Background: an optimization exercise with open tools, aiming at small area. Do not read the settings as production practice. In this exercise RTL edits were held to simulation tests only and were not proved equivalent to the original. No activity file was given, so power comes from the tool's default toggle rates.

==> flow/design.v (excerpt) <==
module cis_ecc (
    input  wire        clk,
    input  wire        rst_n,
    input  wire        wr_valid,
    input  wire [63:0] wr_data,
    input  wire        wr_poison,
    input  wire [15:0] wr_inj,
    output wire         wc_valid,
    output wire  [15:0] wc_check,
    input  wire        rd_valid,
    input  wire [63:0] rd_data,
    input  wire [15:0] rd_check,
    output reg          rr_valid,
    output wire  [63:0] rr_data,
    output wire         rr_ce,
    output wire         rr_ue,
    output wire  [4:0]  rr_sym
);
    wire we_0 = wr_data[22] ^ wr_data[38];
    wire we_1 = wr_data[23] ^ wr_data[39];
    wire we_2 = wr_data[14] ^ wr_data[54];
    wire we_3 = wr_data[48] ^ wr_data[52];
    wire we_4 = wr_data[15] ^ wr_data[55];
    wire we_5 = wr_data[21] ^ wr_data[53];
    wire we_6 = wr_data[18] ^ we_0;
    wire we_7 = wr_data[9] ^ wr_data[13];
    wire we_8 = wr_data[51] ^ we_4;
    wire we_9 = wr_data[16] ^ wr_data[20];
    wire we_10 = wr_data[17] ^ wr_data[47];
    wire we_11 = wr_data[6] ^ wr_data[50];
    wire we_12 = wr_data[49] ^ we_1;
    wire we_13 = wr_data[32] ^ we_3;
    wire we_14 = wr_data[37] ^ we_5;
    wire we_15 = wr_data[0] ^ wr_data[61];
    wire we_16 = wr_data[4] ^ we_13;
    wire we_17 = wr_data[34] ^ we_11;
    wire we_18 = wr_data[2] ^ we_6;
    wire we_19 = wr_data[62] ^ we_10;
    wire we_20 = wr_data[46] ^ we_2;
    wire we_21 = wr_data[11] ^ wr_data[63];
    wire we_22 = wr_data[12] ^ we_12;
    wire we_23 = we_9 ^ we_15;
    wire we_24 = wr_data[5] ^ wr_data[59];
  ...
Settings: LEC_CHECK=0, CAP_MARGIN=20, CORE_MARGIN=2, CORE_UTILIZATION=65, GPL_TIMING_DRIVEN=0, SLEW_MARGIN=20; clock period 5.5 ns.
standard.sh (not shown) runs the stock make flow with config.mk's settings and CLKGATE_MAP_FILE= SYNTH_SCRIPT=/design/flow/synth_recipe.tcl, a recipe that flattens the netlist after the stock synthesis.
==> flow/flow/run.sh <==
#!/bin/bash
# The standard layout with these changes:
#  - synthesis is the standard flow's own script (synth_recipe.tcl, run unchanged), except
#    that its ABC mapping step uses flow/area.abc, an area-oriented mapping;
#  - buf_1 cells as the port buffers (the default pick is a larger, slower
#    delay buffer);
#  - the clock tree is built from clkbuf_8 cells, without dummy loads.
set -euo pipefail
work=$PWD
{
  echo "# synth_recipe.tcl with its abc call pointed at flow/area.abc"
  echo "proc abc {args} {"
  echo "  set i [lsearch -exact \$args -script]"
  echo "  if {\$i >= 0} { lset args [expr {\$i + 1}] $work/flow/area.abc }"
  echo "  puts \"abc (own flow): \$args\""
  echo "  yosys abc {*}\$args"
  echo "}"
  cat "$work/synth_recipe.tcl"
} > "$work/own_synth.tcl"
cts="-sink_clustering_enable -repair_clock_nets -buf_list sky130_fd_sc_hd__clkbuf_8"
cts="$cts -root_buf sky130_fd_sc_hd__clkbuf_8 -dont_use_dummy_load"
cts="$cts -sink_clustering_size 28 -sink_clustering_max_diameter 80"
bash standard.sh "SYNTH_SCRIPT=$work/own_synth.tcl" \
  "BUFFER_PORTS_ARGS=-buffer_cell sky130_fd_sc_hd__buf_1" \
  "CTS_ARGS=$cts" finish > standard_flow.log 2>&1
==> flow/flow/area.abc <==
&get -n
&st
&syn3
&st
&dch -f
&nf -R 1000 -p -F 8 -A 4 -a
&st
&dch -f
&nf -R 1000 -p -F 8 -A 4 -a
&put
==> next run, changes <==
==> flow/flow/area.abc (replaced) <==
&get -n
&st
&dch -f
&nf -R 1000 -p -F 8 -A 4 -a
&put
- CORE_UTILIZATION: 65 -> 75
- GPL_TIMING_DRIVEN: 0 -> default
Outcome:
- The changed run finished clean
- die area goes down by roughly a tenth
- power goes up by a few percent
- count of clock-buffer cells in the layout is unchanged
- sequential power goes down by a little under a tenth
==> next run, changes <==
--- a/flow/flow/run.sh
+++ b/flow/flow/run.sh
@@ -2,4 +2,6 @@
-# The standard layout with these changes:
-#  - synthesis is the standard flow's own script (synth_recipe.tcl, run unchanged), except
-#    that its ABC mapping step uses flow/area.abc, an area-oriented mapping;
-#  - buf_1 cells as the port buffers (the default pick is a larger, slower
+# The standard layout (standard.sh, ORFS from synthesis to the routed
+# layout) with these changes:
+#  - synthesis runs the standard flow's own script (synth_recipe.tcl) unchanged, except
+#    that its ABC mapping step reads flow/area.abc, an area-oriented mapping,
+#    instead of ORFS's speed script;
+#  - the port buffers are buf_1 cells (the default pick is a larger, slower
@@ -7,0 +10,2 @@
+# ORFS's logs stay under orfs/logs/; make's own output goes to
+# standard_flow.log in this folder.
@@ -20,3 +24,2 @@
-cts="-sink_clustering_enable -repair_clock_nets -buf_list sky130_fd_sc_hd__clkbuf_8"
-cts="$cts -root_buf sky130_fd_sc_hd__clkbuf_8 -dont_use_dummy_load"
-cts="$cts -sink_clustering_size 28 -sink_clustering_max_diameter 80"
+cts="-sink_clustering_enable -repair_clock_nets -buf_list sky130_fd_sc_hd__clkbuf_4"
+cts="$cts -root_buf sky130_fd_sc_hd__clkbuf_8 -sink_clustering_buffer sky130_fd_sc_hd__clkbuf_4 -dont_use_dummy_load"
==> flow/flow/area.abc (replaced) <==
&get -n
&st
&syn3
&st
&dch -f
&nf -R 1000 -p -F 8 -A 4 -a
&st
&dch -f
&nf -R 1000 -p -F 8 -A 4 -a
&put
- CAP_MARGIN: 20 -> 5
- CORE_UTILIZATION: 75 -> 65
- GPL_TIMING_DRIVEN: default -> 0
- SLEW_MARGIN: 20 -> 5
Outcome: The changed run completed with no timing, DRC or antenna violations; global-route usage went down by 16 points; hold slack is worse by 0.0040 ns; wire length went down by 18%.
==> next run, changes <==
--- a/flow/flow/run.sh
+++ b/flow/flow/run.sh
@@ -24,2 +24,2 @@
-cts="-sink_clustering_enable -repair_clock_nets -buf_list sky130_fd_sc_hd__clkbuf_4"
-cts="$cts -root_buf sky130_fd_sc_hd__clkbuf_8 -sink_clustering_buffer sky130_fd_sc_hd__clkbuf_4 -dont_use_dummy_load"
+cts="-sink_clustering_enable -repair_clock_nets -buf_list \"sky130_fd_sc_hd__clkbuf_4 sky130_fd_sc_hd__clkbuf_8\""
+cts="$cts -root_buf sky130_fd_sc_hd__clkbuf_8 -dont_use_dummy_load"
What happened: The changed run failed in 4_1_cts; synthesized cell count stays the same; area after synthesis does not change.

-- re-timing with driven ports --
Ports are ideal in the flow. The routed layouts listed here were re-timed in OpenROAD.
Step 1: set_driving_cell puts a clkbuf_16 on clk and a buf_2 on each other input, an assumption about the parent block.
Step 2, shift: input delay + t, output delay - t, t = (earliest + latest rising clock arrival at the registers) / 2. This alone moves slack from input paths to output paths.
Three values: no drivers, after step 1, after step 2; two values: the first two.
| run | t (ns) | slack for setup (ns) | pins driven straight from the clock port |
|---|---|---|---|
| the first run | 0.407 | 0.468 / 0.431 / 0.080 | 1 |
| the second run | 0.404 | 0.516 / 0.509 / 0.105 | 1 |
| the third run | 0.405 | 0.237 / 0.197 / 0.067 | 1 |
After both steps setup and hold are still met in every run listed. For the second run, which loses most, drivers alone change the setup slack by -0.007 ns; drivers and shift together by -0.411 ns.
